What follows belongs to an exercise in optimizing a design on an open flow for small area, a short achievable clock period and few clock cycles per item; a production flow would make more cautious choices. Where RTL was checked, it was by simulation tests only, not by an equivalence proof against the original. Function not checked in runs 1 to 4: the RTL went through the layout flow alone. Power is estimated from default activity; no workload was simulated.

<file path="flow/design.v">
module pwm_minp (
    input  wire        clk,
    input  wire        rst,
    input  wire        in_valid,
    output wire        in_ready,
    input  wire [18:0] in_per,
    input  wire [13:0] in_dly_r,
    input  wire [13:0] in_dly_f,
    input  wire [10:0] in_duty_max,
    input  wire        in_clamp,
    input  wire        in_clear,
    input  wire [7:0]  in_ls,
    input  wire [75:0] in_h,
    input  wire [3:0]  in_centre,
    output reg         out_valid,
    output reg  [7:0]  out_ls,
    output reg  [75:0] out_on,
    output reg  [75:0] out_off,
    output reg  [3:0]  out_drop,
    output reg  [3:0]  out_raise
);
    assign in_ready = 1'b1;
    reg        s0_valid;
    reg [18:0] s0_per;
    reg [13:0] s0_dly_r, s0_dly_f;
    reg [10:0] s0_duty_max;
    reg        s0_clamp, s0_clear;
    reg [7:0]  s0_ls;
    reg [75:0] s0_h;
    reg [3:0]  s0_centre;
    always @(posedge clk) begin
        s0_valid    <= in_valid & ~rst;
        s0_per      <= in_per;
        s0_dly_r    <= in_dly_r;
        s0_dly_f    <= in_dly_f;
        s0_duty_max <= in_duty_max;
        s0_clamp    <= in_clamp;
        s0_clear    <= in_clear;
        s0_ls       <= in_ls;
        s0_h        <= in_h;
        s0_centre   <= in_centre;
    end
    wire [29:0] duty_prod = s0_duty_max * s0_per;
    wire [14:0] thr_h0    = 15'd2000 + s0_dly_r;
    wire [14:0] thr_l0    = 15'd2000 + s0_dly_f;
    wire [18:0] pmt0      = s0_per - thr_l0;
    reg        s1_valid;
    reg [18:0] s1_per, s1_max_h, s1_pmt;
    reg [14:0] s1_thr_h;
    reg        s1_full, s1_clamp, s1_clear;
    reg [7:0]  s1_ls;
    reg [75:0] s1_h;
    reg [3:0]  s1_centre;
    reg [3:0]  s1_nz, s1_sh, s1_sl, s1_isper;
    integer k;
    always @(posedge clk) begin
        s1_valid  <= s0_valid & ~rst;
        s1_per    <= s0_per;
        s1_max_h  <= duty_prod[28:10];
        s1_pmt    <= pmt0;
        s1_thr_h  <= thr_h0;
        s1_full   <= s0_duty_max[10];
        s1_clamp  <= s0_clamp;
        s1_clear  <= s0_clear;
        s1_ls     <= s0_ls;
        s1_h      <= s0_h;
        s1_centre <= s0_centre;
        for (k = 0; k < 4; k = k + 1) begin
            s1_nz[k]    <= |s0_h[19*k +: 19];
            s1_sh[k]    <= (s0_h[19*k+15 +: 4] == 4'd0) && (s0_h[19*k +: 15] < thr_h0);
            s1_sl[k]    <= (s0_h[19*k +: 19] > pmt0) && (s0_h[19*k +: 19] != s0_per);
            s1_isper[k] <= (s0_h[19*k +: 19] == s0_per);
        end
    end
    reg [18:0] cv [0:3];         
    reg [3:0]  cf_low;           
    reg [18:0] per_c;            
    reg rst_q;
    always @(posedge clk) rst_q <= rst;
    always @(posedge clk)
        if (s1_valid) per_c <= s1_per;
    reg        s2_valid;
    reg [18:0] s2_per;
    reg [7:0]  s2_ls;
    reg [75:0] s2_h;
    reg [3:0]  s2_centre, s2_drop, s2_raise;
    genvar l;
    generate
        for (l = 0; l < 4; l = l + 1) begin : g_leg
            wire [18:0] h   = s1_h[19*l +: 19];
            wire        sw  = (s1_ls[2*l +: 2] == 2'd0);
            wire [18:0] v   = s1_clear ? 19'd0 : cv[l];
            wire        f   = ~s1_clear & cf_low[l];
            wire [19:0] x0 = {1'b0, h};
            wire [19:0] x1 = {1'b0, v};
            wire [19:0] x2 = f ? {1'b1, ~per_c} : 20'd0;
            wire [19:0] cs_s = x0 ^ x1 ^ x2;
            wire [19:0] cs_c = (x0 & x1) | (x0 & x2) | (x1 & x2);
            wire [19:0] hc;
            add_bk #(20) u_hc (.a(cs_s), .b({cs_c[18:0], f}), .ci(1'b0), .s(hc), .co());
            wire neg  = hc[19];
            wire over = ~neg & (hc[18:0] > s1_max_h);
            wire nz_c    = ~neg & (|hc[18:0]);
            wire sh_c    = nz_c & (hc[18:15] == 4'd0) & (hc[14:0] < s1_thr_h);
            wire isper_c = ~neg & (hc[18:0] == s1_per);
            wire sl_c    = ~neg & (hc[18:0] > s1_pmt) & ~isper_c;
            wire nz    = over ? s1_nz[l]    : nz_c;
            wire sh    = over ? s1_sh[l] & s1_nz[l] : sh_c;
            wire isper = over ? s1_isper[l] : isper_c;
            wire sl    = over ? s1_sl[l]    : sl_c;
            wire cf    = s1_clamp | over;
            wire dropH  = sh & ~cf;
            wire raiseH = sh & cf;
            wire dropL  = sl & ~cf & s1_full;
            wire raiseL = sl & ~(~cf & s1_full);
            wire [18:0] h1 = over ? h : (neg ? 19'd0 : hc[18:0]);
            wire [18:0] h3 = raiseH ? {4'd0, s1_thr_h} : raiseL ? s1_pmt : h1;
            wire isLow  = ~nz | dropH;
            wire isHigh = isper | dropL;
            always @(posedge clk) begin
                if (rst_q) begin
                    cv[l]     <= 19'd0;
                    cf_low[l] <= 1'b0;
                end else if (s1_valid) begin
                    cv[l]     <= (sw & (dropH | dropL)) ? hc[18:0] : 19'd0;
                    cf_low[l] <= sw & dropL;
                end
            end
            always @(posedge clk) begin
                s2_h[19*l +: 19] <= h3;
                s2_ls[2*l +: 2]  <= ~sw ? s1_ls[2*l +: 2] : isLow ? 2'd1 : isHigh ? 2'd2 : 2'd0;
                s2_drop[l]       <= sw & (dropH | dropL);
                s2_raise[l]      <= sw & (raiseH | raiseL);
            end
        end
    endgenerate
    always @(posedge clk) begin
        s2_valid  <= s1_valid & ~rst;
        s2_per    <= s1_per;
        s2_centre <= s1_centre;
    end
    wire [19:0] per1 = {1'b0, s2_per} + 20'd1;
    generate
        for (l = 0; l < 4; l = l + 1) begin : g_place
            wire [18:0] h3  = s2_h[19*l +: 19];
            wire [1:0]  ls  = s2_ls[2*l +: 2];
            wire [19:0] a   = s2_centre[l] ? per1 : {s2_per, 1'b0};
            wire [19:0] b   = s2_centre[l] ? per1 : 20'd0;
            wire [19:0] son, sof;
            add_bk #(20) u_on  (.a(a), .b({1'b1, ~h3}), .ci(1'b1), .s(son), .co());
            add_bk #(20) u_off (.a(b), .b({1'b0, h3}),  .ci(1'b0), .s(sof), .co());
            always @(posedge clk) begin
                out_ls[2*l +: 2]    <= ls;
                out_on[19*l +: 19]  <= (ls == 2'd0) ? son[19:1] : 19'd0;
                out_off[19*l +: 19] <= (ls == 2'd0) ? sof[19:1] : (ls == 2'd2) ? s2_per : 19'd0;
            end
        end
    endgenerate
    always @(posedge clk) begin
        out_valid <= s2_valid & ~rst;
        out_drop  <= s2_drop;
        out_raise <= s2_raise;
    end
endmodule
module add_bk #(parameter W = 20) (
    input  wire [W-1:0] a,
    input  wire [W-1:0] b,
    input  wire         ci,
    output wire [W-1:0] s,
    output wire         co
);
    reg [W-1:0] g, p;
    reg [W:0]   c;
    integer i, d;
    wire [W-1:0] p0 = a ^ b;
    wire [W-1:0] g0 = a & b;
    always @* begin
        g = g0;
        p = p0;
        g[0] = g[0] | (p[0] & ci);
        for (d = 1; d < (1 << $clog2(W)); d = d * 2)
            for (i = 2*d - 1; i < W; i = i + 2*d) begin
                g[i] = g[i] | (p[i] & g[i-d]);
                p[i] = p[i] & p[i-d];
            end
        for (d = (1 << ($clog2(W) - 1)) / 2; d >= 1; d = d / 2)
            for (i = 3*d - 1; i < W; i = i + 2*d) begin
                g[i] = g[i] | (p[i] & g[i-d]);
                p[i] = p[i] & p[i-d];
            end
        c[0] = ci;
        for (i = 0; i < W; i = i + 1) c[i+1] = g[i];
    end
    assign s  = p0 ^ c[W-1:0];
    assign co = c[W];
endmodule
</file>
<file path="flow/run.sh">
#!/bin/bash
# synth_recipe.tcl (not shown) runs the flow's synth.tcl, then flattens the netlist and writes it again
# the make line also repeats each setting of config.mk as NAME=value (left out here)
make -C /OpenROAD-flow-scripts/flow DESIGN_CONFIG=/design/flow/config.mk WORK_HOME=/design/flow/orfs CLKGATE_MAP_FILE= SYNTH_SCRIPT=/design/flow/synth_recipe.tcl finish
</file>
<file path="flow/config.mk">
export PLATFORM = sky130hd
export DESIGN_NAME = pwm_minp
export DESIGN_NICKNAME = pwm_minp
export VERILOG_FILES = /design/flow/design.v
export SDC_FILE = /design/flow/constraint.sdc
export NUM_CORES = 4
export LEC_CHECK = 0
export ABC_AREA = 1
export CAP_MARGIN = 50
export CORE_MARGIN = 2
export CORE_UTILIZATION = 40
export SLEW_MARGIN = 70
</file>
<file path="flow/constraint.sdc">
create_clock -name core_clock -period 26.0 [get_ports {clk}]
set_input_delay 5.2000 -clock core_clock [delete_from_list [all_inputs] [get_ports {clk}]]
set_output_delay 5.2000 -clock core_clock [all_outputs]
set_load 0.01 [all_outputs]
</file>
==> results.txt, run 1 <==
Timing
The worst path needs 7.25 ns of the cycle, external delays included. The final hold violation count is 0. The slew of the pin with the lowest slew margin is 0.542 ns. The final-report max-slew violation count is 0.

In the final timing run, aggregate negative setup slack is 0 ns. On the final layout, the worst clock skew is 0.0531 ns. The number of setup violations in the final report is 0. Headroom to the max-slew limit came out at 63.6%. The post-route clock period utilization is 27.9%.

On the final layout, the worst hold slack is 0.324 ns. Setup repair after global routing left no endpoint under its margin. The maximum clock frequency is 138 MHz.

Logic synthesis
After synthesis, the share of flip-flops with an asynchronous set or reset is 0%. The total of warnings raised by yosys is 3. In this run the mean area of a mapped cell was 7.93 um2. The number of synthesized register bits is 714. The synthesized netlist contains 58 unique library cells. The share of synthesized area occupied by flip-flops and latches is 28.3%.

The cell type with the highest aggregate area in the netlist is sky130_fd_sc_hd__dfxtp_1. In the post-synthesis netlist, the biggest area contributors are sky130_fd_sc_hd__dfxtp_1 (27%), sky130_fd_sc_hd__ha_1 (15%), sky130_fd_sc_hd__fa_1 (14%). The net count after synthesis is 7575.

The number of instances in the synthesized netlist is 6449. In the synthesized netlist the dominant register cell turns out to be sky130_fd_sc_hd__dfxtp_1. In this run the cell area of the synthesized design comes to 51100 um2.

The synthesized design contains 19 enable-type register cells. Of the post-synthesis cell area, the dominant cell type holds 27.2%.

Floorplanning
The die area is 131000 um2. The I/O pin count is 321. The starting density of the core is 40.2%. After floorplanning, the core was divided into 131 placement rows. Measured along the y axis, the die boundary spans 362 um. The die width is 362 um.

The core box area is 127000 um2.

Clock tree
The TritonCTS clock tree is yes. The TritonCTS sink count is 714. The post-cts sizing count is 0. The clock-pin slew on the worst setup and hold paths is 0.06 ns. The buffer depth of the longest clock path is 3. The number of hold buffers added after CTS was 0. The worst-skew pair later-pin latency is 0.76 ns.

The number of setup buffers added after CTS is 0. Buffers inserted during clock tree synthesis total 83. The level count of the clock H-tree is 3.

The cell at the root of the clock tree is sky130_fd_sc_hd__clkbuf_16.

Detailed routing
For this block, the initial DRC count from the detailed router was 4500. After detailed routing, the total wire length is 212000 um. Dividing the detail-routed wire length by the instance count gives 25.0 um. The iteration count of the initial detailed-routing pass is 6. The average vias per placed instance is 5.38. The number of design rule violations left after detail routing is 0. The routed via count is 45700. In this run the remaining antenna-violating nets after routing total 0.

Power
The largest voltage drop on the vdd net is 0.0000962 V. In this run the static leakage power is 29.3 nW. In this run the power density over the cells is 97.0 nW/um2.

Min path
The class of the tightest hold or removal check is reg2reg.

GRT
The initial antenna violation count is 14. The number of global-route vias before repair came to 43900. After global routing the overflow that remains totals 0. The pin count of the biggest net entering global routing is 45. The aggregate global-route resource usage is 31.9%.

The first global-routing pass estimated 302000 um of wire.

Final layout
The cell area after layout is 60000 um2. The number of non-filler instances in the completed layout is 8479. The growth of design area from synthesis to finish is 17.3%.

Of the cells placed in the final design, the portion with a size suffix greater than 1 is 7.07%. Measured on the finished design, the core utilization comes to 47.2%. The filler cells instantiated in the layout total 12500. The final-stage net count is 7872.

Setup path
The cell repeated most along the worst path is sky130_fd_sc_hd__nor2_1. The required time at the worst-slack endpoint is 26.66 ns. The endpoint class of the critical path is a register. Of all nets on the critical path, the largest fanout is 44. The data arrival time at the worst-slack endpoint is 7.92 ns. The slowest stage of the critical path belongs to the cell sky130_fd_sc_hd__fa_1. The critical path is of the reg2reg type. The startpoint kind of the worst setup timing path is a register. The stage delay of the slowest cell on the critical path is 0.64 ns.

Place
Once placement finished, the instance area stood at 56800 um2. The number of placed instances with taps included is 8322. The total of buffers placed on input and output ports is 319. The HPWL after detailed placement is 170000 um.

At the end of routability-driven placement, the weighted congestion stood at 1.07.

Run status
The run finished with no timing, DRC or antenna violations.

Job
Across the run, the number of max-cap violations was 0.
-- layout make-up --
cell class | instances | area [um2] | area share, %
clock buffer | 106 | 2330 | 3.89
tap | 1662 | 2080 | 3.47
timing repair buffer | 399 | 3840 | 6.41
antenna | 4 | 10.0 | 0.0167
sequential | 714 | 14600 | 24.3
multi-input combinational | 4516 | 32600 | 54.3
inverter | 1032 | 3900 | 6.50
clock inverter | 46 | 703 | 1.17
-- sequential cells by signal, summed over array words and instances, names as in the netlist, 8 cells and up --
name / flops
cv: 76
out_off: 76
out_on: 76
s0_h: 76
s1_h: 76
s2_h: 76
per_c: 19
s0_per: 19
s1_max_h: 19
s1_per: 19
s1_pmt: 19
s2_per: 19
s1_thr_h: 15
s0_dly_f: 14
s0_dly_r: 14
s0_duty_max: 11
out_ls: 8
s0_ls: 8
s1_ls: 8
s2_ls: 8
-- cells in the final DEF, fill, tap and decap left out, types with 20 or more instances in the layout --
master	netlist	layout
sky130_fd_sc_hd__dfxtp_1	695	656
sky130_fd_sc_hd__inv_1	1010	939
sky130_fd_sc_hd__clkinv_2	0	20
sky130_fd_sc_hd__nand4_1	65	65
sky130_fd_sc_hd__o21ai_1	4	25
sky130_fd_sc_hd__ha_1	628	628
sky130_fd_sc_hd__a21o_1	29	29
sky130_fd_sc_hd__fa_1	347	343
sky130_fd_sc_hd__inv_2	12	80
sky130_fd_sc_hd__nor3_1	37	37
sky130_fd_sc_hd__nand3_1	324	322
sky130_fd_sc_hd__o22ai_1	44	44
sky130_fd_sc_hd__nor4_1	37	36
sky130_fd_sc_hd__a21oi_1	356	355
sky130_fd_sc_hd__nand2_2	14	24
sky130_fd_sc_hd__nor2_1	502	496
sky130_fd_sc_hd__nand2_1	1432	1417
sky130_fd_sc_hd__o21ai_0	217	185
sky130_fd_sc_hd__dfxtp_2	0	25
sky130_fd_sc_hd__xor2_1	114	94
sky130_fd_sc_hd__buf_4	7	64
sky130_fd_sc_hd__clkbuf_16	0	84
sky130_fd_sc_hd__xnor2_1	127	126
sky130_fd_sc_hd__o21bai_1	78	75
sky130_fd_sc_hd__clkdlybuf4s50_1	0	319
-- cells by family after synthesis --
logic type / after synthesis / share of synthesized area, %
xor gates and xnor gates: 241 / 4.13
buffers and inverters: 1219 / 9.18
AOI/OAI and AO/OA: 849 / 9.63
other: 1 / 0.00733
DFF: 714 / 28.3
adders and majority gates: 975 / 29.0
and+or+nand+nor: 2450 / 19.8
-- worst max-delay path: cells and delay by family (launching register included) --
kind / cells / cell delay [ns]
adders and majority gates: 5 / 1.99
and+or+nand+nor: 18 / 2.30
DFF: 1 / 0.44
buffers and inverters: 8 / 1.30
AOI/OAI and AO/OA: 5 / 1.04
-- metal layers --
metal / vias to the layer above / wire length (um) / track usage, %
li1: 21200 / - / -
met5: - / 57 / 0
met1: 21600 / 87000 / 41.9
met3: 533 / 20100 / 6.81
met2: 2317 / 91700 / 49.5
met4: 8 / 12700 / 16.5
-- final timing paths --
path,cells after the start,startpoint,slack [ns],to
worst max register to register,36,s1_clear$_DFF_P_,18.75,s2_h[33]$_DFF_P_
worst min-delay path,0,s0_ls[5]$_DFF_P_,0.32,s1_ls[5]$_DFF_P_
worst min register to register,0,s0_ls[5]$_DFF_P_,0.32,s1_ls[5]$_DFF_P_
worst max-delay path,36,s1_clear$_DFF_P_,18.75,s2_h[33]$_DFF_P_
-- stage by stage --
stage          power, mW  worst slack [ns]
2_1_floorplan       3.37             20.42
3_3_place_gp        4.40             18.35
3_5_place_dp        4.48             18.72
4_1_cts             5.78             18.65
5_1_grt             6.23             17.97
6_report            5.82             18.75
-- cell usage after synthesis (7+ instances only) --
library cell,n
sky130_fd_sc_hd__nand2_1,1432
sky130_fd_sc_hd__o21ai_0,217
sky130_fd_sc_hd__o2111ai_1,7
sky130_fd_sc_hd__o31ai_1,9
sky130_fd_sc_hd__buf_2,26
sky130_fd_sc_hd__clkbuf_1,122
sky130_fd_sc_hd__a31oi_1,20
sky130_fd_sc_hd__fa_1,347
sky130_fd_sc_hd__buf_6,7
sky130_fd_sc_hd__or2_2,15
sky130_fd_sc_hd__xnor2_1,127
sky130_fd_sc_hd__o211ai_1,9
sky130_fd_sc_hd__nand2_2,14
sky130_fd_sc_hd__a21o_1,29
sky130_fd_sc_hd__a221oi_1,14
sky130_fd_sc_hd__buf_1,25
sky130_fd_sc_hd__nand4_1,65
sky130_fd_sc_hd__clkinv_1,9
sky130_fd_sc_hd__nand3_1,324
sky130_fd_sc_hd__a21oi_1,356
sky130_fd_sc_hd__inv_1,1010
sky130_fd_sc_hd__o22ai_1,44
sky130_fd_sc_hd__o21bai_1,78
sky130_fd_sc_hd__inv_2,12
sky130_fd_sc_hd__xor2_1,114
sky130_fd_sc_hd__nor2_1,502
sky130_fd_sc_hd__a31o_2,12
sky130_fd_sc_hd__edfxtp_1,19
sky130_fd_sc_hd__dfxtp_1,695
sky130_fd_sc_hd__ha_1,628
sky130_fd_sc_hd__a211oi_1,8
sky130_fd_sc_hd__nor4_1,37
sky130_fd_sc_hd__buf_4,7
sky130_fd_sc_hd__a22oi_1,17
sky130_fd_sc_hd__nor3_1,37
-- power breakdown --
group	total [mW]	switching (mW)	internal, mW
clock network	1.28	0.526	0.759
registers	1.55	0.223	1.32
logic	2.99	1.88	1.12
==> run 2, diff against run 1 <==
--- a/flow/config.mk
+++ b/flow/config.mk
@@ -6,7 +6,7 @@
 export NUM_CORES = 4
 export LEC_CHECK = 0
 export ABC_AREA = 1
-export CAP_MARGIN = 50
+export CAP_MARGIN = 20
 export CORE_MARGIN = 2
 export CORE_UTILIZATION = 40
-export SLEW_MARGIN = 70
+export SLEW_MARGIN = 20
==> run 2 against run 1 <==
Compared with the run above: fmax fell by 10%; register-to-register slack got worse by 0.81 ns; synthesized area did not move; sequential power barely moved; non-clock buffer count fell by 18; final cell count fell by 0.25%; total power fell by 0.96%; hold slack barely moved; clock power barely moved; utilization fell by 0.76 points; synthesized cell count did not move; critical endpoint is now s2_h[51]$_DFF_P_.
==> results.txt, run 2 <==
Logic synthesis
The commonest cells after synthesis are sky130_fd_sc_hd__nand2_1 (1432), sky130_fd_sc_hd__inv_1 (1010), sky130_fd_sc_hd__dfxtp_1 (695). The total of warnings raised by yosys is 3 (unchanged). The net count after synthesis was 7575 (unchanged). The share of synthesized area occupied by flip-flops and latches is 28.3% (unchanged). For this run, the leading register cell type out of synthesis is sky130_fd_sc_hd__dfxtp_1. The proportion of netlist area held by the largest area contributor came to 27.2% (unchanged). The synthesized area per cell was 7.93 um2 (unchanged). The count of flip-flops with a built-in enable after synthesis is 19 (unchanged).

The synthesized design spends more area on one cell type than any other, namely sky130_fd_sc_hd__dfxtp_1. The leading cell type by number of instances after synthesis is sky130_fd_sc_hd__nand2_1. The number of instances in the synthesized netlist was 6449 (unchanged). The number of library cell types mapped by synthesis is 58 (unchanged). The area of the mapped netlist was 51100 um2 (unchanged). The post-synthesis async set-or-reset flop share is 0% (unchanged). The number of synthesized register bits was 714 (unchanged). Ranked by total cell area, the synthesized netlist is headed by sky130_fd_sc_hd__dfxtp_1 (27%), sky130_fd_sc_hd__ha_1 (15%), sky130_fd_sc_hd__fa_1 (14%).

Final layout
The fraction of final layout cells with drive strength greater than 1 is 4.11% (-3.0 points). The library cells used most frequently in the layout, excluding fill and tap cells, are sky130_fd_sc_hd__nand2_1 (1432), sky130_fd_sc_hd__inv_1 (1009), sky130_fd_sc_hd__dfxtp_1 (693). The most common cell after layout, fill and taps aside is sky130_fd_sc_hd__nand2_1. Compared with the post-synthesis result, the final layout area differs by 15.5%. The final-stage net count is 7855 (-0.22%). The number of non-filler instances in the completed layout is 8458 (-0.25%).

Clock tree
The number of buffers created by CTS was 84 (+1.2%). The post-cts sizing count is 0 (unchanged). The buffer depth of the longest clock path came to 3 (unchanged). The number of setup buffers added after CTS came to 0 (unchanged). The level count of the clock H-tree came to 3 (unchanged). The clock-pin slew on the worst setup and hold paths is 0.06 ns (about the same). TritonCTS built the clock tree.

The TritonCTS sink count is 714 (unchanged). The cell at the root of the clock tree is sky130_fd_sc_hd__clkbuf_16. The worst-skew pair later-pin latency is 0.72 ns (-0.04 ns).

The total of hold buffers inserted after clock tree synthesis is 0 (unchanged).

Timing
The clock tree skew after final layout is 0.0563 ns (+0.00313 ns). The post-route clock period utilization came to 31.0% (+3.1 points). The worst slew margin relative to its limit is 19.9% (-44 points). The minimum period implied by the final worst setup slack is 8.07 ns (+0.815 ns). The final-report max-slew violation count is 0 (unchanged). The slew of the pin with the lowest slew margin came to 1.20 ns (+0.658 ns). The final hold violation count came to 0 (unchanged). The maximum clock frequency is 124 MHz (-10%). Setup repair after global routing left no endpoint under its margin.

The number of setup violations in the final report was 0 (unchanged). The sum of negative setup slack is 0 ns (unchanged).

Setup path
The count of cells along the worst register-to-register path is 37 (+2.8%). The register-to-register setup slack is 17.93 ns (-0.81 ns). The critical-path cell with the highest stage delay is sky130_fd_sc_hd__fa_1. The maximum fanout along the worst path was 44 (unchanged). The stage delay of the slowest cell on the critical path came to 0.64 ns (about the same). The required time at the worst-slack endpoint came to 26.60 ns (-0.06 ns). In this run the critical register-to-register path is captured at s2_h[51]$_DFF_P_.

STA classifies the critical path endpoint as a register. The data arrival time at the worst-slack endpoint is 8.67 ns (+0.75 ns). In this run the critical register-to-register path is launched from s1_clear$_DFF_P_.

Among the stages of the critical path, the cell type that occurs most often is sky130_fd_sc_hd__nor2_1. The startpoint kind of the worst setup timing path is a register. The worst setup path is of the reg2reg kind.

Detailed routing
The total wire length is 212000 um (about the same). The first-iteration detailed-routing DRC count came to 4540 (+0.89%). The average vias per placed instance is 5.40 (+0.38%). The number of nets still failing antenna checks after routing came to 0 (unchanged). The routed wirelength normalized by instance count is 25.0 um (+0.23%). The number of design rule violations left after detail routing came to 0 (unchanged).

The iteration count of the initial detailed-routing pass is 8 (+2). The routed via count is 45700 (+0.13%).

Floorplanning
The die area came to 131000 um2 (unchanged). The row count is 131 (unchanged). The vertical die dimension came to 362 um (unchanged). The core box area is 127000 um2 (unchanged).

The starting density of the core was 40.2% (unchanged). The I/O pin count is 321 (unchanged). The die width was 362 um (unchanged).

Min path
The cell depth of the worst min-delay path came to 0 (unchanged). The tightest min-delay check is of the reg2reg type. The worst hold path terminates at s1_ls[5]$_DFF_P_. The launch instance of the worst min-delay path is s0_ls[5]$_DFF_P_.

Place
The number of placed instances with taps included came to 8305 (-0.20%). The total of buffers placed on input and output ports is 319 (unchanged). The final RePlAce weighted congestion is 1.07 (unchanged).

The HPWL after detailed placement was 169000 um (-0.40%).

Power
The proportion of total power due to net switching is 44.8% (-0.23 points). The internal power summed over all cells is 3.18 mW (-0.54%). The combinational share of power is 51.1% (-0.3 points). The static leakage is 29.1 nW (-0.67%). The power spent charging and discharging nets was 2.59 mW (-1.5%). The part of the power in registers is 26.7% (about the same).

The power density relative to cell area is 97.7 nW/um2 (+0.65%). The largest voltage drop on the vdd net was 0.0000935 V (-2.9%). The clock share of power is 22.2% (about the same).

GRT
The overall overflow remaining after global route is 0 (unchanged). The aggregate global-route resource usage was 31.8% (-0.15 points). The number of global-route vias before repair is 43800 (-0.18%).

The global-route wire length before repair is 301000 um (-0.40%). The pin count of the biggest net entering global routing came to 57 (+27%). The initial antenna violation count is 10 (-4).

Job
The number of maximum-capacitance violations is 0 (unchanged).

Run status
The flow ran to the end and the layout has no timing, DRC or antenna violations.
[run 2: cell count changes in the layout (fill, tap and decap cells not counted), moves of 10 or more]
cell | before | now
sky130_fd_sc_hd__inv_1 | 939 | 1009
sky130_fd_sc_hd__inv_2 | 80 | 13
sky130_fd_sc_hd__dfxtp_1 | 656 | 693
sky130_fd_sc_hd__o21ai_0 | 185 | 217
sky130_fd_sc_hd__dfxtp_2 | 25 | 2
sky130_fd_sc_hd__o21ai_1 | 25 | 4
sky130_fd_sc_hd__xor2_1 | 94 | 114
sky130_fd_sc_hd__xor2_4 | 17 | 0
sky130_fd_sc_hd__nand2_1 | 1417 | 1432
sky130_fd_sc_hd__dfxtp_4 | 14 | 0
sky130_fd_sc_hd__clkinv_2 | 20 | 9
sky130_fd_sc_hd__o21ai_2 | 11 | 0
sky130_fd_sc_hd__nand2_2 | 24 | 14
[run 2: power by group through the flow]
stage	clock [mW]	sequential (mW)	combinational (mW)
after global placement	0	1.56	2.83
after global routing	1.34	1.55	3.27
after detailed placement	0	1.56	2.88
after floorplan	0	1.48	1.89
final	1.28	1.54	2.95
after CTS	1.30	1.54	2.89
[run 2: cells by family (layout without fill, tap and decap cells)]
| kind of cell | count (synthesis) | in the layout | synth area share (%) |
|---|---|---|---|
| flops | 714 | 714 | 28.3 |
| fa+ha+maj | 975 | 975 | 29.0 |
| simple gates | 2450 | 2450 | 19.8 |
| buf+inv | 1219 | 1564 | 9.18 |
| compound gates | 849 | 849 | 9.63 |
| xor+xnor | 241 | 241 | 4.13 |
| other cells | 1 | 3 | 0.00733 |
[run 2: per-stage QoR]
step | instance area, um2 | setup slack [ns] | power [mW] | hold slack, ns | util (%)
6_report | 59000 | 17.93 | 5.77 | 0.323 | 46.4
5_1_grt | 59000 | 17.04 | 6.16 | 0.332 | 46.4
2_1_floorplan | 51100 | 20.42 | 3.37 | 0.310 | -
3_3_place_gp | 56100 | 18.35 | 4.40 | 0.310 | 44.1
4_1_cts | 59000 | 18.09 | 5.73 | 0.325 | 46.4
3_5_place_dp | 56100 | 18.12 | 4.44 | 0.312 | 44.1
[run 2: worst max path at each step]
stage,start,to,slack [ns],cells past startpoint
CTS,s1_clear$_DFF_P_,s2_h[51]$_DFF_P_,18.09,37
global placement,s1_clear$_DFF_P_,s2_h[51]$_DFF_P_,18.35,37
floorplan,s1_clear$_DFF_P_,cv[1][9]$_SDFFE_PP0P_,20.42,37
finish,s1_clear$_DFF_P_,s2_h[51]$_DFF_P_,17.93,37
global route,s1_clear$_DFF_P_,s2_h[51]$_DFF_P_,17.04,37
detailed placement,s1_clear$_DFF_P_,s2_h[51]$_DFF_P_,18.12,37
[run 2: cell type report]
| cell class | instances | area [um2] |
|---|---|---|
| clock buffer | 107 | 2330 |
| tap | 1662 | 2080 |
| timing repair buffer | 381 | 3660 |
| fill | 12600 | 68200 |
| multi-input combinational | 4516 | 32000 |
| antenna | 2 | 5.00 |
| clock inverter | 44 | 636 |
| inverter | 1032 | 3880 |
| sequential | 714 | 14500 |
[run 2: per-layer routing]
layer | vias up | track usage [%] | wire, um
li1 | 21100 | - | -
met1 | 21700 | 41.7 | 87800
met3 | 561 | 6.73 | 19600
met5 | - | 0 | 62
met4 | 10 | 17.1 | 13200
met2 | 2332 | 49.0 | 90800
[run 2: worst max-delay path, delay by kind of cell (launching register included)]
family,cells,cell delay (ns)
AND/OR/NAND/NOR,21,3.40
buffers and inverters,7,1.34
AO/OA/AOI/OAI,4,0.77
adder cells (fa/ha/maj),5,2.04
flip-flops,1,0.34
==> run 3, diff against run 2 <==
--- a/flow/design.v
+++ b/flow/design.v
@@ -40,37 +40,28 @@
         s0_h        <= in_h;
         s0_centre   <= in_centre;
     end
-    wire [29:0] duty_prod = s0_duty_max * s0_per;
+    wire [28:0] duty_prod = s0_duty_max[9:0] * s0_per;
     wire [14:0] thr_h0    = 15'd2000 + s0_dly_r;
     wire [14:0] thr_l0    = 15'd2000 + s0_dly_f;
     wire [18:0] pmt0      = s0_per - thr_l0;
     reg        s1_valid;
     reg [18:0] s1_per, s1_max_h, s1_pmt;
     reg [14:0] s1_thr_h;
-    reg        s1_full, s1_clamp, s1_clear;
+    reg        s1_full, s1_clamp;
     reg [7:0]  s1_ls;
     reg [75:0] s1_h;
     reg [3:0]  s1_centre;
-    reg [3:0]  s1_nz, s1_sh, s1_sl, s1_isper;
-    integer k;
     always @(posedge clk) begin
         s1_valid  <= s0_valid & ~rst;
         s1_per    <= s0_per;
-        s1_max_h  <= duty_prod[28:10];
+        s1_max_h  <= duty_prod[28:10] | (s0_duty_max[10] ? s0_per : 19'd0);
         s1_pmt    <= pmt0;
         s1_thr_h  <= thr_h0;
         s1_full   <= s0_duty_max[10];
         s1_clamp  <= s0_clamp;
-        s1_clear  <= s0_clear;
         s1_ls     <= s0_ls;
         s1_h      <= s0_h;
         s1_centre <= s0_centre;
-        for (k = 0; k < 4; k = k + 1) begin
-            s1_nz[k]    <= |s0_h[19*k +: 19];
-            s1_sh[k]    <= (s0_h[19*k+15 +: 4] == 4'd0) && (s0_h[19*k +: 15] < thr_h0);
-            s1_sl[k]    <= (s0_h[19*k +: 19] > pmt0) && (s0_h[19*k +: 19] != s0_per);
-            s1_isper[k] <= (s0_h[19*k +: 19] == s0_per);
-        end
     end
     reg [18:0] cv [0:3];         
     reg [3:0]  cf_low;           
@@ -79,6 +70,7 @@
     always @(posedge clk) rst_q <= rst;
     always @(posedge clk)
         if (s1_valid) per_c <= s1_per;
+    wire c_zero = rst_q | (s0_valid & s0_clear);
     reg        s2_valid;
     reg [18:0] s2_per;
     reg [7:0]  s2_ls;
@@ -89,8 +81,12 @@
         for (l = 0; l < 4; l = l + 1) begin : g_leg
             wire [18:0] h   = s1_h[19*l +: 19];
             wire        sw  = (s1_ls[2*l +: 2] == 2'd0);
-            wire [18:0] v   = s1_clear ? 19'd0 : cv[l];
-            wire        f   = ~s1_clear & cf_low[l];
+            wire [18:0] v   = cv[l];
+            wire        f   = cf_low[l];
+            wire r_nz    = |h;
+            wire r_sh    = r_nz & (h[18:15] == 4'd0) & (h[14:0] < s1_thr_h);
+            wire r_isper = (h == s1_per);
+            wire r_sl    = (h > s1_pmt) & ~r_isper;
             wire [19:0] x0 = {1'b0, h};
             wire [19:0] x1 = {1'b0, v};
             wire [19:0] x2 = f ? {1'b1, ~per_c} : 20'd0;
@@ -104,10 +100,10 @@
             wire sh_c    = nz_c & (hc[18:15] == 4'd0) & (hc[14:0] < s1_thr_h);
             wire isper_c = ~neg & (hc[18:0] == s1_per);
             wire sl_c    = ~neg & (hc[18:0] > s1_pmt) & ~isper_c;
-            wire nz    = over ? s1_nz[l]    : nz_c;
-            wire sh    = over ? s1_sh[l] & s1_nz[l] : sh_c;
-            wire isper = over ? s1_isper[l] : isper_c;
-            wire sl    = over ? s1_sl[l]    : sl_c;
+            wire nz    = over ? r_nz    : nz_c;
+            wire sh    = over ? r_sh    : sh_c;
+            wire isper = over ? r_isper : isper_c;
+            wire sl    = over ? r_sl    : sl_c;
             wire cf    = s1_clamp | over;
             wire dropH  = sh & ~cf;
             wire raiseH = sh & cf;
@@ -118,7 +114,7 @@
             wire isLow  = ~nz | dropH;
             wire isHigh = isper | dropL;
             always @(posedge clk) begin
-                if (rst_q) begin
+                if (c_zero) begin
                     cv[l]     <= 19'd0;
                     cf_low[l] <= 1'b0;
                 end else if (s1_valid) begin
--- a/flow/config.mk
+++ b/flow/config.mk
@@ -6,7 +6,7 @@
 export NUM_CORES = 4
 export LEC_CHECK = 0
 export ABC_AREA = 1
-export CAP_MARGIN = 20
+export CAP_MARGIN = 50
 export CORE_MARGIN = 2
 export CORE_UTILIZATION = 40
-export SLEW_MARGIN = 20
+export SLEW_MARGIN = 70
==> run 3 against run 2 <==
Compared with the run above: non-clock buffer count increased by 29; hold slack worse by 0.0044 ns; highest routed layer unchanged; flip-flop and latch count down 17; critical endpoint is now out_drop[1]; sequential share of layout area down 0.20 points; sequential power shrank 4%; largest cell class unchanged; clock-buffer cell count shrank 9; still clean.
==> results.txt, run 3 <==
Run status
The run finished with no timing, DRC or antenna violations.

Detailed routing
The routed via count is 45800 (+0.13%). The number of design rule violations left after detail routing is 0 (unchanged). The number of nets still failing antenna checks after routing was 0 (unchanged). The total wire length is 210000 um (-0.69%). The average vias per placed instance is 5.49 (+1.7%). The first-iteration detailed-routing DRC count is 4963 (+9.3%).

The iteration count of the initial detailed-routing pass came to 6 (-2). The routed wirelength normalized by instance count is 25.2 um (+0.84%).

Floorplanning
The vertical die dimension is 358 um (-0.92%). The die area came to 128000 um2 (-1.8%). The I/O pin count came to 321 (unchanged).

The core box area is 124000 um2 (-2.4%). The row count is 129 (-1.5%). The starting density of the core is 40.4% (+0.23 points). The die width was 358 um (-0.92%).

Clock tree
The total of hold buffers inserted after clock tree synthesis is 0 (unchanged). The post-cts sizing count is 0 (unchanged). The worst-skew pair later-pin latency is 0.74 ns (+0.02 ns). The number of buffers created by CTS is 81 (-3.6%). The number of setup buffers added after CTS is 0 (unchanged).

The level count of the clock H-tree came to 3 (unchanged). The clock-pin slew on the worst setup and hold paths is 0.06 ns (about the same). The TritonCTS sink count is 697 (-2.4%).

The buffer depth of the longest clock path is 3 (unchanged). The cell at the root of the clock tree is sky130_fd_sc_hd__clkbuf_16. The TritonCTS clock tree is yes.

Setup path
The beginning of the worst register-to-register path is per_c[0]$_DFFE_PP_. Tracing the worst setup path back leads to its startpoint at out_drop[1]$_DFF_P_. The total buffers and inverters traversed by the critical path is 1 (-6). The data arrival time at the worst-slack endpoint is 1.78 ns (-6.89 ns). The maximum fanout along the worst path was 1 (-98%). The required time at the worst-slack endpoint is 20.80 ns (-5.80 ns).

The worst setup path category is reg2out. The largest individual stage delay along the critical path comes from the cell sky130_fd_sc_hd__clkdlybuf4s50_1. The worst setup path is launched from a register. The stage delay of the slowest cell on the critical path is 0.59 ns (-0.05 ns). Traced cell by cell, the critical path runs through clkdlybuf4s50_1. The worst setup path is captured at an output port. The top cell family by delay on the critical path is buffers and inverters.

Power
The static leakage came to 28.8 nW (-0.88%). The power density relative to cell area is 91.8 nW/um2 (-6.0%). The combinational share of power is 50.4% (-0.7 points).

The proportion of total power due to net switching is 44.8% (-0.078 points). The clock share of power is 22.1% (about the same). The internal power summed over all cells is 2.98 mW (-6.2%). The part of the power in registers is 27.5% (+0.8 points). The largest voltage drop on the vdd net is 0.0000608 V (-35%). The power spent charging and discharging nets is 2.42 mW (-6.5%).

Logic synthesis
The leading register cell type out of synthesis is sky130_fd_sc_hd__dfxtp_1. Sorting the synthesized cells by area gives the leading types as sky130_fd_sc_hd__dfxtp_1 (27%), sky130_fd_sc_hd__ha_1 (16%), sky130_fd_sc_hd__fa_1 (13%). The total of warnings raised by yosys is 3 (unchanged). The synthesized area per cell is 7.94 um2 (+0.18%).

The post-synthesis async set-or-reset flop share was 0% (unchanged). The number of synthesized register bits was 697 (-2.4%). Among all cell types in the netlist, the one instantiated most often is sky130_fd_sc_hd__nand2_1.

The proportion of netlist area held by the largest area contributor was 27.0% (-0.16 points). The area of the mapped netlist is 50200 um2 (-1.9%). The synthesized design spends more area on one cell type than any other, namely sky130_fd_sc_hd__dfxtp_1. The share of synthesized area occupied by flip-flops and latches is 28.2% (-0.14 points). Sorting the synthesized cells by how often they occur yields sky130_fd_sc_hd__nand2_1 (1334), sky130_fd_sc_hd__inv_1 (968), sky130_fd_sc_hd__dfxtp_1 (678). The number of library cell types mapped by synthesis was 53 (-8.6%). The count of flip-flops with a built-in enable after synthesis was 19 (unchanged). The number of instances in the synthesized netlist came to 6318 (-2.0%). The net count after synthesis was 7427 (-2.0%).

Timing
The minimum period implied by the final worst setup slack is 6.98 ns (-1.09 ns). The maximum clock frequency is 143 MHz (+16%). The sum of negative setup slack came to 0 ns (unchanged). The final hold violation count is 0 (unchanged). The number of setup violations in the final report was 0 (unchanged). The post-route clock period utilization was 26.8% (-4.2 points).

The slew of the pin with the lowest slew margin came to 0.494 ns (-0.706 ns). The final hold slack is 0.319 ns (-0.00435 ns). The worst slew margin relative to its limit is 66.8% (+47 points). The final-report max-slew violation count is 0 (unchanged). The clock tree skew after final layout is 0.0475 ns (-0.00876 ns). Setup repair after global routing left no endpoint under its margin.

Final layout
The library cells used most frequently in the layout, excluding fill and tap cells, are sky130_fd_sc_hd__nand2_1 (1315), sky130_fd_sc_hd__inv_1 (905), sky130_fd_sc_hd__ha_1 (628). The fraction of final layout cells with drive strength greater than 1 is 7.94% (+3.8 points). The total of fill cells in the finished design was 12100 (-4.0%). Compared with the post-synthesis result, the final layout area differs by 17.2%. The final-stage net count is 7733 (-1.6%). The most common cell after layout, fill and taps aside is sky130_fd_sc_hd__nand2_1. The cell area after layout is 58800 um2 (-0.37%).

Min path
The path class of the tightest hold or removal check is reg2reg. The launch instance of the worst min-delay path is s0_h[32]$_DFF_P_.

GRT
The initial antenna violation count is 12 (+2). The aggregate global-route resource usage is 32.5% (+0.65 points). The number of global-route vias before repair was 43800 (+0.071%). The pin count of the biggest net entering global routing is 50 (-12%).

The global-route wire length before repair is 301000 um (about the same). The overall overflow remaining after global route was 0 (unchanged).

Place
The post-place instance area was 55900 um2 (-0.24%). The HPWL after detailed placement came to 162000 um (-4.3%). The total of buffers placed on input and output ports is 319 (unchanged). The final RePlAce weighted congestion was 1.07 (+0.55%).

Job
The number of maximum-capacitance violations came to 0 (unchanged).
[run 3: power groups by stage]
stage               clock [mW]  combinational, mW  sequential (mW)
floorplan                    0               1.72             1.42
global placement             0               2.59             1.50
detailed placement           0               2.66             1.51
CTS                       1.22               2.67             1.48
global route              1.26               3.02             1.49
finish                    1.19               2.72             1.48
[run 3: cell families (layout without fill, tap and decap cells)]
family	Yosys count	in the layout	share of synthesized area (%)
AOI/OAI and AO/OA	864	864	9.92
xor gates and xnor gates	224	224	3.94
adders and majority gates	958	958	28.8
buffers and inverters	1179	1552	9.13
DFF	697	697	28.2
other	1	3	0.00747
and+or+nand+nor	2395	2395	20.0
[run 3: path summary, 6_finish.rpt]
kind / cells past startpoint / to / slack (ns)
worst max-delay path: 1 / out_drop[1] / 19.02
worst min-delay path: 0 / s1_h[32]$_DFF_P_ / 0.32
worst max register to register: 32 / cv[1][13]$_SDFFE_PP0P_ / 19.16
worst min register to register: 0 / s1_h[32]$_DFF_P_ / 0.32
[run 3: final cells by class]
type	instances	area [um2]	area share, %
flip-flops and latches	697	14300	24.3
repair buffers	410	3910	6.64
diodes	2	5.00	0.00851
inverters	992	3770	6.42
clock inverters	52	624	1.06
well taps	1637	2050	3.48
clock buffers	98	2170	3.69
multi-input cells	4442	32000	54.4
[run 3: metal layers]
layer / track usage (%) / part of all wire [%] / vias to the layer above / routed length, um
met4: 18.9 / 6.9 / 10 / 14600
met2: 50.0 / 43 / 2381 / 90400
met3: 6.19 / 9.3 / 595 / 19500
li1: - / - / 21000 / -
met5: 0 / 0.036 / - / 76
met1: 42.4 / 41 / 21800 / 85600
[run 3: metrics by stage]
step	worst slack [ns]	cells	total power [mW]	utilization, %
after floorplan	20.47	6318	3.14	-
after global placement	18.85	8148	4.09	44.3
after detailed placement	19.24	8175	4.16	45.1
after CTS	19.02	8325	5.38	47.3
after global routing	18.80	8328	5.77	47.4
final	19.02	8330	5.40	47.4
==> run 4, diff against run 3 <==
--- a/flow/config.mk
+++ b/flow/config.mk
@@ -6,7 +6,7 @@
 export NUM_CORES = 4
 export LEC_CHECK = 0
 export ABC_AREA = 1
-export CAP_MARGIN = 50
+export CAP_MARGIN = 75
 export CORE_MARGIN = 2
 export CORE_UTILIZATION = 40
-export SLEW_MARGIN = 70
+export SLEW_MARGIN = 85
==> run 4 against run 3 <==
Compared with the run above: cell area grew 11%; largest power group unchanged; combinational power grew 19%; clock-buffer cell count grew 6; clock power shrank 3%; clock skew shrank 0.0033 ns; routed wire length grew 1.3%; critical path type unchanged; register-to-register slack lost 0.08 ns; still clean; largest cell class unchanged.
==> results.txt, run 4 <==
Logic synthesis
Of all cell types, the one taking the most synthesized area is sky130_fd_sc_hd__dfxtp_1. The share of synthesized cell area in full adder, half adder and majority cells was 28.8% (unchanged). The leading register cell type out of synthesis is sky130_fd_sc_hd__dfxtp_1. The area of the mapped netlist is 50200 um2 (unchanged). By instance count, the leading cell after synthesis is sky130_fd_sc_hd__nand2_1. After synthesis, the cell types taking the most area are sky130_fd_sc_hd__dfxtp_1 (27%), sky130_fd_sc_hd__ha_1 (16%), sky130_fd_sc_hd__fa_1 (13%).

The number of instances in the synthesized netlist is 6318 (unchanged). By count the netlist is led by sky130_fd_sc_hd__nand2_1 (1334), sky130_fd_sc_hd__inv_1 (968), sky130_fd_sc_hd__dfxtp_1 (678). The net count after synthesis was 7427 (unchanged). The share of synthesized area occupied by flip-flops and latches was 28.2% (unchanged). The proportion of netlist area held by the largest area contributor is 27.0% (unchanged). The portion of netlist area occupied by mux cells is 0% (unchanged). The total of warnings raised by yosys is 3 (unchanged).

The synthesized-area fraction occupied by ao, oa, aoi and oai cells is 9.92% (unchanged). The count of flip-flops with a built-in enable after synthesis is 19 (unchanged). The synthesized area per cell is 7.94 um2 (unchanged). The number of synthesized register bits is 697 (unchanged). The post-synthesis async set-or-reset flop share was 0% (unchanged).

The basic-gate share of the synthesized area counting and, or, nand and nor cells is 20.0% (unchanged). The number of library cell types mapped by synthesis came to 53 (unchanged). By area, the combinational part of the netlist is dominated by adder cells.

The xor-xnor portion of the synthesized cell area is 3.94% (unchanged).

Place
The total of buffers placed on input and output ports is 319 (unchanged). The number of placed instances with taps included came to 8400 (+2.8%). The HPWL after detailed placement is 172000 um (+5.9%). The final RePlAce weighted congestion is 1.07 (unchanged).

Clock tree
The number of setup buffers added after CTS is 0 (unchanged). The total of hold buffers inserted after clock tree synthesis is 0 (unchanged). The buffer depth of the longest clock path came to 3 (unchanged). The level count of the clock H-tree is 3 (unchanged). TritonCTS built the clock tree. The cell at the root of the clock tree is sky130_fd_sc_hd__clkbuf_16.

The number of buffers created by CTS is 80 (-1.2%). The post-cts sizing count is 0 (unchanged). The clock-pin slew on the worst setup and hold paths was 0.06 ns (about the same). The worst-skew pair later-pin latency is 0.74 ns (about the same). The TritonCTS sink count is 697 (unchanged).

Detailed routing
The number of nets still failing antenna checks after routing was 0 (unchanged). The routed wirelength normalized by instance count is 24.8 um (-1.5%). The first-iteration detailed-routing DRC count was 4435 (-11%). The iteration count of the initial detailed-routing pass came to 9 (+3). The number of design rule violations left after detail routing is 0 (unchanged).

The total wire length came to 213000 um (+1.3%). The routed via count is 46900 (+2.4%). The average vias per placed instance came to 5.47 (-0.47%).

Setup path
The stage delay of the slowest cell on the critical path is 0.59 ns (about the same). The total buffers and inverters traversed by the critical path is 1 (unchanged). The endpoint class of the critical path is an output port.

The required time at the worst-slack endpoint is 20.80 ns (about the same). Among all stages on the critical path, the largest delay is contributed by sky130_fd_sc_hd__clkdlybuf4s50_1. The startpoint kind of the worst setup timing path is a register. The maximum fanout along the worst path is 1 (unchanged). The worst setup path category is reg2out. The top cell family by delay on the critical path is buffers and inverters. The data arrival time at the worst-slack endpoint is 1.75 ns (-0.03 ns). The signal on the critical path passes through clkdlybuf4s50_1.

Timing
The final hold violation count is 0 (unchanged). The post-route clock period utilization came to 26.7% (-0.13 points). The clock tree skew after final layout is 0.0442 ns (-0.00333 ns). The sum of negative setup slack is 0 ns (unchanged).

The number of setup violations in the final report is 0 (unchanged). The minimum period implied by the final worst setup slack is 6.95 ns (-0.0330 ns). The maximum clock frequency is 144 MHz (+0.48%). The final hold slack is 0.316 ns (-0.00311 ns). The final-report max-slew violation count was 0 (unchanged). Setup repair after global routing left no endpoint under its margin.

GRT
The number of global-route vias before repair is 45600 (+4.0%). The aggregate global-route resource usage came to 32.9% (+0.43 points). The overall overflow remaining after global route is 0 (unchanged). The initial antenna violation count is 6 (-6). The global-route wire length before repair is 307000 um (+1.9%). The pin count of the biggest net entering global routing is 26 (-48%).

Run status
The flow ran to the end and the layout has no timing, DRC or antenna violations.

Final layout
The number of non-filler instances in the completed layout is 8569 (+2.9%). The fraction of final layout cells with drive strength greater than 1 is 20.1% (+12 points). The top cell types in the final layout, fill and taps aside, are sky130_fd_sc_hd__nand2_1 (1286), sky130_fd_sc_hd__inv_1 (832), sky130_fd_sc_hd__ha_1 (597). The growth of design area from synthesis to finish is 30.6%. The final-stage net count is 7971 (+3.1%).

The most common cell after layout, fill and taps aside is sky130_fd_sc_hd__nand2_1.

Floorplanning
The starting density of the core is 40.4% (unchanged). The row count is 129 (unchanged). The core box area came to 124000 um2 (unchanged). The die width is 358 um (unchanged). The die area came to 128000 um2 (unchanged).

The vertical die dimension is 358 um (unchanged). The I/O pin count is 321 (unchanged).

Power
The largest voltage drop on the vdd net was 0.0000631 V (+3.9%). The power consumption is 5.88 mW (+8.9%). The static leakage is 30.8 nW (+7.1%). The power density relative to cell area is 89.8 nW/um2 (-2.2%).

Min path
The path class of the tightest hold or removal check is reg2reg.

Job
The number of maximum-capacitance violations is 0 (unchanged).
[run 4: changes by cell type in the layout (fill, tap and decap cells not counted), sizes merged, moves of 4 or more]
cell and change:
clkinv +6, inv -5, clkdlybuf4s18 +4, buf +195, clkdlybuf4s15 +5, clkdlybuf4s50 +20
clkbuf +18, bufinv -4, clkinvlp -4
[run 4: worst paths after layout]
kind | startpoint | to | slack, ns | depth (start not counted)
worst max register to register | per_c[0]$_DFFE_PP_ | s2_ls[7]$_DFF_P_ | 19.08 | 38
worst min-delay path | s0_h[64]$_DFF_P_ | s1_h[64]$_DFF_P_ | 0.32 | 0
worst min register to register | s0_h[64]$_DFF_P_ | s1_h[64]$_DFF_P_ | 0.32 | 0
worst max-delay path | out_drop[1]$_DFF_P_ | out_drop[1] | 19.05 | 1
[run 4: kinds of logic after synthesis]
logic type | Yosys count
buffers and inverters | 1179
flip-flops | 697
adder cells (fa/ha/maj) | 958
AO/OA/AOI/OAI | 864
AND/OR/NAND/NOR | 2395
other | 1
XOR/XNOR | 224
[run 4: report_power, final]
group          switching [mW]  total [mW]  internal [mW]
logic                    1.94        3.24           1.31
registers               0.205        1.49           1.28
clock network           0.504        1.15          0.648
total                    2.65        5.88           3.24
[run 4: metal layers]
| metal | GRT usage, % | vias to the layer above | wire [um] |
|---|---|---|---|
| met2 | 50.8 | 2387 | 92700 |
| met1 | 42.2 | 22300 | 84800 |
| met3 | 6.92 | 645 | 20000 |
| li1 | - | 21500 | - |
| met5 | 0 | - | 35 |
| met4 | 20.1 | 6 | 15400 |
[run 4: per-stage QoR]
stage                     setup slack [ns]  util (%)  cell area (um2)
after detailed placement             19.33      50.0            62000
after global routing                 18.80      52.8            65500
after CTS                            19.05      52.2            64700
final                                19.05      52.8            65500
after floorplan                      20.47         -            50200
after global placement               18.85      44.3            55000
[run 4: area by class of cell]
| class | count | area (um2) |
|---|---|---|
| fillers | 11400 | 58600 |
| multi-input cells | 4442 | 35600 |
| flip-flops and latches | 697 | 14700 |
| repair buffers | 649 | 6400 |
| inverters | 992 | 4080 |
| clock buffers | 104 | 2220 |
| well taps | 1637 | 2050 |
| clock inverters | 45 | 497 |
| diodes | 3 | 7.51 |
==> run 5, diff against run 4 <==
--- a/flow/design.v
+++ b/flow/design.v
@@ -165,6 +165,7 @@
     output wire [W-1:0] s,
     output wire         co
 );
+    localparam LG = (W <= 2) ? 1 : (W <= 4) ? 2 : (W <= 8) ? 3 : (W <= 16) ? 4 : (W <= 32) ? 5 : 6;
     reg [W-1:0] g, p;
     reg [W:0]   c;
     integer i, d;
@@ -174,12 +175,12 @@
         g = g0;
         p = p0;
         g[0] = g[0] | (p[0] & ci);
-        for (d = 1; d < (1 << $clog2(W)); d = d * 2)
+        for (d = 1; d < (1 << LG); d = d * 2)
             for (i = 2*d - 1; i < W; i = i + 2*d) begin
                 g[i] = g[i] | (p[i] & g[i-d]);
                 p[i] = p[i] & p[i-d];
             end
-        for (d = (1 << ($clog2(W) - 1)) / 2; d >= 1; d = d / 2)
+        for (d = (1 << (LG - 1)) / 2; d >= 1; d = d / 2)
             for (i = 3*d - 1; i < W; i = i + 2*d) begin
                 g[i] = g[i] | (p[i] & g[i-d]);
                 p[i] = p[i] & p[i-d];
--- a/flow/config.mk
+++ b/flow/config.mk
@@ -6,7 +6,7 @@
 export NUM_CORES = 4
 export LEC_CHECK = 0
 export ABC_AREA = 1
-export CAP_MARGIN = 75
+export CAP_MARGIN = 50
 export CORE_MARGIN = 2
 export CORE_UTILIZATION = 40
-export SLEW_MARGIN = 85
+export SLEW_MARGIN = 70
==> run 5 against run 4 <==
Compared with the run above: still clean; non-clock buffer count shrank 239; fmax shrank 0.47%; die area unchanged; routed wire length is 1.3% lower; first-iteration DRC count grew 12%; clock skew up 0.0033 ns; synthesized cell count is the same; sequential power about the same; clock power is 3% higher; critical path type unchanged; critical endpoint unchanged.
==> results.txt, run 5 <==
Power
The power consumption is 5.40 mW (-8.2%). The static leakage is 28.8 nW (-6.6%). The power density relative to cell area came to 91.8 nW/um2 (+2.3%). The largest voltage drop on the vdd net is 0.0000608 V (-3.8%).

Min path
The end point of the most critical hold path is s1_h[32]$_DFF_P_. The launch instance of the worst min-delay path is s0_h[32]$_DFF_P_. The class of the tightest hold or removal check is reg2reg. The cell depth of the worst min-delay path came to 0 (unchanged).

Setup path
The stage delay of the slowest cell on the critical path came to 0.59 ns (about the same). The startpoint kind of the worst setup timing path is a register. The register-to-register setup slack is 19.16 ns (+0.08 ns). The required time at the worst-slack endpoint came to 20.80 ns (about the same). Traced cell by cell, the critical path runs through clkdlybuf4s50_1.

The endpoint identified for the worst register-to-register timing path is cv[1][13]$_SDFFE_PP0P_. The endpoint class of the critical path is an output port. The worst register-to-register path begins at per_c[0]$_DFFE_PP_.

The start point of the critical path is out_drop[1]$_DFF_P_. The maximum fanout along the worst path is 1 (unchanged). The worst setup path category is reg2out. The count of cells along the worst register-to-register path is 32 (-16%). The critical-path cell with the highest stage delay is sky130_fd_sc_hd__clkdlybuf4s50_1. The data arrival time at the worst-slack endpoint is 1.78 ns (+0.03 ns). The total buffers and inverters traversed by the critical path is 1 (unchanged). Grouping stages by cell kind, the critical path spends the most delay in buffers and inverters.

Logic synthesis
The largest family of logic cells by synthesized area is adder cells. The commonest cells after synthesis are sky130_fd_sc_hd__nand2_1 (1334), sky130_fd_sc_hd__inv_1 (968), sky130_fd_sc_hd__dfxtp_1 (678). By instance count, the leading cell after synthesis is sky130_fd_sc_hd__nand2_1. The post-synthesis async set-or-reset flop share is 0% (unchanged). The number of synthesized register bits is 697 (unchanged). The share of synthesized cell area in full adder, half adder and majority cells was 28.8% (unchanged). The xor-xnor portion of the synthesized cell area is 3.94% (unchanged).

The total of warnings raised by yosys came to 3 (unchanged). In the synthesized netlist the dominant register cell turns out to be sky130_fd_sc_hd__dfxtp_1. The count of flip-flops with a built-in enable after synthesis is 19 (unchanged).

The basic-gate share of the synthesized area counting and, or, nand and nor cells is 20.0% (unchanged). The number of library cell types mapped by synthesis was 53 (unchanged). The net count after synthesis is 7427 (unchanged). The share of synthesized area occupied by flip-flops and latches came to 28.2% (unchanged).

The area of the mapped netlist is 50200 um2 (unchanged). The synthesized design spends more area on one cell type than any other, namely sky130_fd_sc_hd__dfxtp_1. Sorting the synthesized cells by area gives the leading types as sky130_fd_sc_hd__dfxtp_1 (27%), sky130_fd_sc_hd__ha_1 (16%), sky130_fd_sc_hd__fa_1 (13%). The number of instances in the synthesized netlist is 6318 (unchanged). The synthesized-area fraction occupied by ao, oa, aoi and oai cells is 9.92% (unchanged). The synthesized area per cell came to 7.94 um2 (unchanged). The portion of netlist area occupied by mux cells is 0% (unchanged). The proportion of netlist area held by the largest area contributor is 27.0% (unchanged).

Place
The total of buffers placed on input and output ports is 319 (unchanged). The final RePlAce weighted congestion is 1.07 (unchanged). The pre-CTS worst setup slack is 19.24 ns (-0.0936 ns). The HPWL after detailed placement is 162000 um (-5.6%).

Job
The number of maximum-capacitance violations is 0 (unchanged).

Detailed routing
The first-iteration detailed-routing DRC count is 4963 (+12%). The iteration count of the initial detailed-routing pass is 6 (-3). The routed wirelength normalized by instance count came to 25.2 um (+1.5%).

The average vias per placed instance is 5.49 (+0.47%). The total wire length is 210000 um (-1.3%). The number of nets still failing antenna checks after routing came to 0 (unchanged).

The routed via count is 45800 (-2.3%). The number of design rule violations left after detail routing is 0 (unchanged).

Timing
The minimum period implied by the final worst setup slack is 6.98 ns (+0.0330 ns). The number of setup violations in the final report is 0 (unchanged). The final-report max-slew violation count was 0 (unchanged). The maximum clock frequency was 143 MHz (-0.47%). The post-route clock period utilization is 26.8% (+0.13 points). The sum of negative setup slack is 0 ns (unchanged). The final hold violation count is 0 (unchanged). Measured against its own limit, the worst slew margin works out to 66.8%. The setup slack after layout is 19.02 ns (-0.0330 ns). Setup repair after global routing left no endpoint under its margin. For the pin with the worst max-slew slack, the measured transition is 0.494 ns. The clock tree skew after final layout came to 0.0475 ns (+0.00333 ns).

Floorplanning
The vertical die dimension came to 358 um (unchanged). The core box area is 124000 um2 (unchanged). The I/O pin count is 321 (unchanged). The die area is 128000 um2 (unchanged). The starting density of the core is 40.4% (unchanged).

The die width is 358 um (unchanged). The row count was 129 (unchanged).

GRT
The number of global-route vias before repair came to 43800 (-3.8%). The overall overflow remaining after global route is 0 (unchanged). The aggregate global-route resource usage is 32.5% (-0.43 points). The pin count of the biggest net entering global routing was 50 (+92%).

The initial antenna violation count came to 12 (+6). The global-route wire length before repair was 301000 um (-1.8%).

Clock tree
The number of setup buffers added after CTS is 0 (unchanged). The TritonCTS clock tree is yes. The number of buffers created by CTS is 81 (+1.3%).

The clock-pin slew on the worst setup and hold paths is 0.06 ns (about the same). The buffer depth of the longest clock path is 3 (unchanged). The total of hold buffers inserted after clock tree synthesis is 0 (unchanged). The level count of the clock H-tree is 3 (unchanged). The post-cts sizing count was 0 (unchanged). The tree is rooted in a sky130_fd_sc_hd__clkbuf_16. The TritonCTS sink count is 697 (unchanged). The worst-skew pair later-pin latency is 0.74 ns (about the same).

Final layout
The area used by multi-input combinational logic came to 32000 um2 (-10%). The post-layout utilization of the core was 47.4% (-5.4 points). The most common cell after layout, fill and taps aside is sky130_fd_sc_hd__nand2_1.

The final-stage net count was 7733 (-3.0%). The fraction of final layout cells with drive strength greater than 1 is 7.94% (-12 points). The total of fill cells in the finished design came to 12100 (+6.1%).

In the layout the commonest cells are sky130_fd_sc_hd__nand2_1 (1315), sky130_fd_sc_hd__inv_1 (905), sky130_fd_sc_hd__ha_1 (628). The storage element area came to 14300 um2 (-2.3%). From synthesis to final layout, the design area changed by 17.2%.

Run status
The flow ran to the end and the layout has no timing, DRC or antenna violations.
==> run 5: cell type report <==
type                    count  area share [%]
diodes                      2         0.00851
clock buffers              98            3.69
clock inverters            52            1.06
inverters                 992            6.42
multi-input cells        4442            54.4
flip-flops and latches    697            24.3
well taps                1637            3.48
repair buffers            410            6.64
==> run 5: cell families (layout without fill, tap and decap cells) <==
kind of cell / Yosys count / in the layout
buffers and inverters: 1179 / 1552
AOI/OAI and AO/OA: 864 / 864
adders and majority gates: 958 / 958
xor gates and xnor gates: 224 / 224
other: 1 / 3
and+or+nand+nor: 2395 / 2395
DFF: 697 / 697
==> run 5: power by group <==
group          switching, mW  internal [mW]
registers              0.209           1.28
clock network          0.514          0.681
logic                   1.70           1.03
==> run 5: worst max-delay path by stage <==
stage	end	depth (start not counted)
3_3_place_gp	s2_h[72]$_SDFF_PP0_	34
4_1_cts	out_drop[1]	1
5_1_grt	cv[1][17]$_SDFFE_PP0P_	32
3_5_place_dp	s2_h[64]$_DFF_P_	35
6_report	out_drop[1]	1
2_1_floorplan	out_drop[0]	0
==> run 5: stage by stage <==
step | cells | hold WS (ns) | instance area, um2
floorplan | 6318 | 0.310 | 50200
global placement | 8148 | 0.311 | 55000
detailed placement | 8175 | 0.312 | 55900
CTS | 8325 | 0.325 | 58700
global route | 8328 | 0.329 | 58800
finish | 8330 | 0.319 | 58800
==> run 5: layer usage <==
metal / GRT usage (%) / wire length (um)
met3: 6.19 / 19500
met1: 42.4 / 85600
met5: 0 / 76
met2: 50.0 / 90400
met4: 18.9 / 14600
Testbench counts of run 5, summed over its fixed seeds: cycles 32,032, items 32,000.
==> run 6, diff against run 5 <==
==> flow/flow/run.sh (new file) <==
#!/bin/bash
# The standard layout, with every port buffered by a buf_1 instead of the
# buffer_ports default.
set -euo pipefail
export BUFFER_PORTS_ARGS="-buffer_cell sky130_fd_sc_hd__buf_1"
bash standard.sh > standard.log 2>&1
==> flow/standard.sh (new file) <==
#!/bin/bash
# synth_recipe.tcl (not shown) runs the flow's synth.tcl, then flattens the netlist and writes it again
# the make line also repeats each setting of config.mk as NAME=value (left out here)
make -C /OpenROAD-flow-scripts/flow DESIGN_CONFIG=/design/flow/config.mk WORK_HOME=/design/flow/orfs CLKGATE_MAP_FILE= SYNTH_SCRIPT=/design/flow/synth_recipe.tcl "${@:-finish}"
removed: flow/run.sh
==> run 6 against run 5 <==
Compared with the run above: still clean; global-route usage fell by 0.27 points; die area did not move; non-clock buffer count rose by 6; clock-buffer cell count rose by 8; largest cell class unchanged; highest routed layer unchanged.
==> results.txt, run 6 <==
Run status
The flow ran to the end and the layout has no timing, DRC or antenna violations.

Timing
The slew of the pin with the lowest slew margin came to 0.500 ns (+0.00536 ns). The number of setup violations in the final report is 0 (unchanged). The final hold violation count is 0 (unchanged). The maximum clock frequency is 148 MHz (+3.3%). The worst slew margin relative to its limit came to 66.3% (-0.49 points). The final-report max-slew violation count is 0 (unchanged). The post-route clock period utilization was 26.0% (-0.87 points). The sum of negative setup slack is 0 ns (unchanged). The final hold slack is 0.319 ns (-0.000371 ns).

Logic synthesis
The net count after synthesis is 7427 (unchanged). The synthesized-area fraction occupied by ao, oa, aoi and oai cells is 9.92% (unchanged). The number of library cell types mapped by synthesis is 53 (unchanged). The area of the mapped netlist is 50200 um2 (unchanged). The number of synthesized register bits is 697 (unchanged). Yosys attributes the largest share of cell area to sky130_fd_sc_hd__dfxtp_1 (27%), sky130_fd_sc_hd__ha_1 (16%), sky130_fd_sc_hd__fa_1 (13%). The count of flip-flops with a built-in enable after synthesis is 19 (unchanged). The share of synthesized cell area in full adder, half adder and majority cells is 28.8% (unchanged). For this run, the leading register cell type out of synthesis is sky130_fd_sc_hd__dfxtp_1. The xor-xnor portion of the synthesized cell area was 3.94% (unchanged).

The post-synthesis async set-or-reset flop share is 0% (unchanged). The proportion of netlist area held by the largest area contributor came to 27.0% (unchanged). The portion of netlist area occupied by mux cells came to 0% (unchanged). The basic-gate share of the synthesized area counting and, or, nand and nor cells is 20.0% (unchanged). By area, the combinational part of the netlist is dominated by adder cells.

The number of instances in the synthesized netlist came to 6318 (unchanged).

GRT
The initial antenna violation count came to 13 (+1). The number of global-route vias before repair is 43200 (-1.4%). The aggregate global-route resource usage is 32.2% (-0.27 points).

Setup path
The maximum fanout along the worst path is 49 (+48). The endpoint class of the critical path is a register. The data arrival time at the worst-slack endpoint was 7.37 ns (+5.59 ns). The startpoint kind of the worst setup timing path is a register.

The startpoint identified for the worst register-to-register timing path is per_c[0]$_DFFE_PP_. The count of cells along the worst register-to-register path came to 32 (unchanged). The register-to-register setup slack came to 19.25 ns (+0.09 ns). The critical-path cell with the highest stage delay is sky130_fd_sc_hd__fa_1.

Power
The power density relative to cell area is 93.0 nW/um2 (+1.2%). The static leakage is 28.1 nW (-2.6%). The clock share of power came to 22.6% (+0.5 points).

The part of the power in registers is 28.1% (+0.6 points). The power spent charging and discharging nets is 2.42 mW (+0.12%). The internal power summed over all cells is 2.87 mW (-3.8%).

Clock tree
The TritonCTS sink count is 697 (unchanged). The clock-pin slew on the worst setup and hold paths came to 0.06 ns (about the same). The total of hold buffers inserted after clock tree synthesis is 0 (unchanged). The TritonCTS clock tree is yes. The post-cts sizing count is 0 (unchanged).

Min path
The cell depth of the worst min-delay path is 0 (unchanged).

Floorplanning
The die width is 358 um (unchanged). The row count is 129 (unchanged). The core box area came to 124000 um2 (unchanged). The die area is 128000 um2 (unchanged). The I/O pin count is 321 (unchanged).

Detailed routing
The routed wire length on met2 was 89800 um (-0.67%). The routed via count was 45600 (-0.47%). The number of nets still failing antenna checks after routing is 0 (unchanged). The average vias per placed instance is 5.46 (-0.60%).

The routed length on met3 is 19900 um (+2.0%). The routed wirelength normalized by instance count is 25.1 um (-0.42%). The iteration count of the initial detailed-routing pass is 6 (unchanged).

Routed signal wires occupy layers up through met5.

Final layout
The most common cell after layout, fill and taps aside is sky130_fd_sc_hd__nand2_1. The fraction of final layout cells with drive strength greater than 1 was 8.03% (+0.096 points). The post-layout utilization of the core came to 45.9% (-1.5 points). Relative to the synthesized area, the layout overhead comes to 13.4%. The cell area after layout was 56900 um2 (-3.2%). The total of fill cells in the finished design came to 12400 (+1.9%).

Place
The final RePlAce weighted congestion is 1.07 (-0.50%). The post-place instance area came to 54000 um2 (-3.5%).

Job
The number of maximum-capacitance violations is 0 (unchanged).
-- run 6: cell counts after synthesis --
No cell type changed its count.
-- run 6: how the worst min path moves through the flow --
stage / from / to / slack, ns
after global routing: s0_h[46]$_DFF_P_ / s1_h[46]$_DFF_P_ / 0.32
after CTS: s0_h[46]$_DFF_P_ / s1_h[46]$_DFF_P_ / 0.32
final: s0_h[46]$_DFF_P_ / s1_h[46]$_DFF_P_ / 0.32
after floorplan: s2_drop[0]$_DFF_P_ / out_drop[0]$_DFF_P_ / 0.31
after global placement: s2_raise[3]$_DFF_P_ / out_raise[3]$_DFF_P_ / 0.31
after detailed placement: s0_h[27]$_DFF_P_ / s1_h[27]$_DFF_P_ / 0.31
-- run 6: cell type report --
class / instances / area (um2) / share of cell area [%]
diodes: 6 / 15.0 / 0.0264
clock buffers: 106 / 2320 / 4.08
clock inverters: 45 / 520 / 0.915
inverters: 992 / 3770 / 6.63
multi-input cells: 4442 / 31900 / 56.1
flip-flops and latches: 697 / 14300 / 25.1
well taps: 1637 / 2050 / 3.60
repair buffers: 416 / 2000 / 3.52
-- run 6: per-stage QoR --
stage                     instances  total power [mW]  setup WS (ns)
final                          8341              5.29          19.25
after global routing           8335              5.66          18.81
after CTS                      8334              5.26          19.39
after detailed placement       8183              4.05          19.44
after global placement         8154              3.98          18.78
after floorplan                6318              3.14          20.47
-- run 6: worst max-delay path, delay by kind of cell (launching register included) --
kind / cells / cell delay, ns
AND/OR/NAND/NOR: 11 / 1.49
adder cells (fa/ha/maj): 5 / 1.71
flip-flops: 1 / 0.35
buffers and inverters: 7 / 1.29
AO/OA/AOI/OAI: 9 / 1.71
-- run 6: power by group through the flow --
stage          Sequential, mW  Clock (mW)  Combinational (mW)
6_report                 1.48        1.20                2.61
5_1_grt                  1.50        1.27                2.90
4_1_cts                  1.48        1.22                2.56
3_5_place_dp             1.51           0                2.54
3_3_place_gp             1.50           0                2.48
2_1_floorplan            1.42           0                1.72
-- run 6: cells by family (layout without fill, tap and decap cells) --
group / count (synthesis) / count (layout)
AND/OR/NAND/NOR: 2395 / 2395
AO/OA/AOI/OAI: 864 / 864
buffers and inverters: 1179 / 1559
other: 1 / 7
flip-flops: 697 / 697
XOR/XNOR: 224 / 224
adder cells (fa/ha/maj): 958 / 958
-- run 6: metal layers --
layer | track usage, % | vias to the layer above
met3 | 6.82 | 627
li1 | - | 21000
met1 | 41.7 | 21500
met4 | 20.0 | 6
met5 | 0 | -
met2 | 48.9 | 2435

Setup slack of run 6, layout unchanged: 19.247 ns with ideal ports, 19.247 ns with driving cells assumed (clock clkbuf_16, inputs buf_2), 19.247 ns with port delays also shifted by the 0.788 ns mid clock arrival.
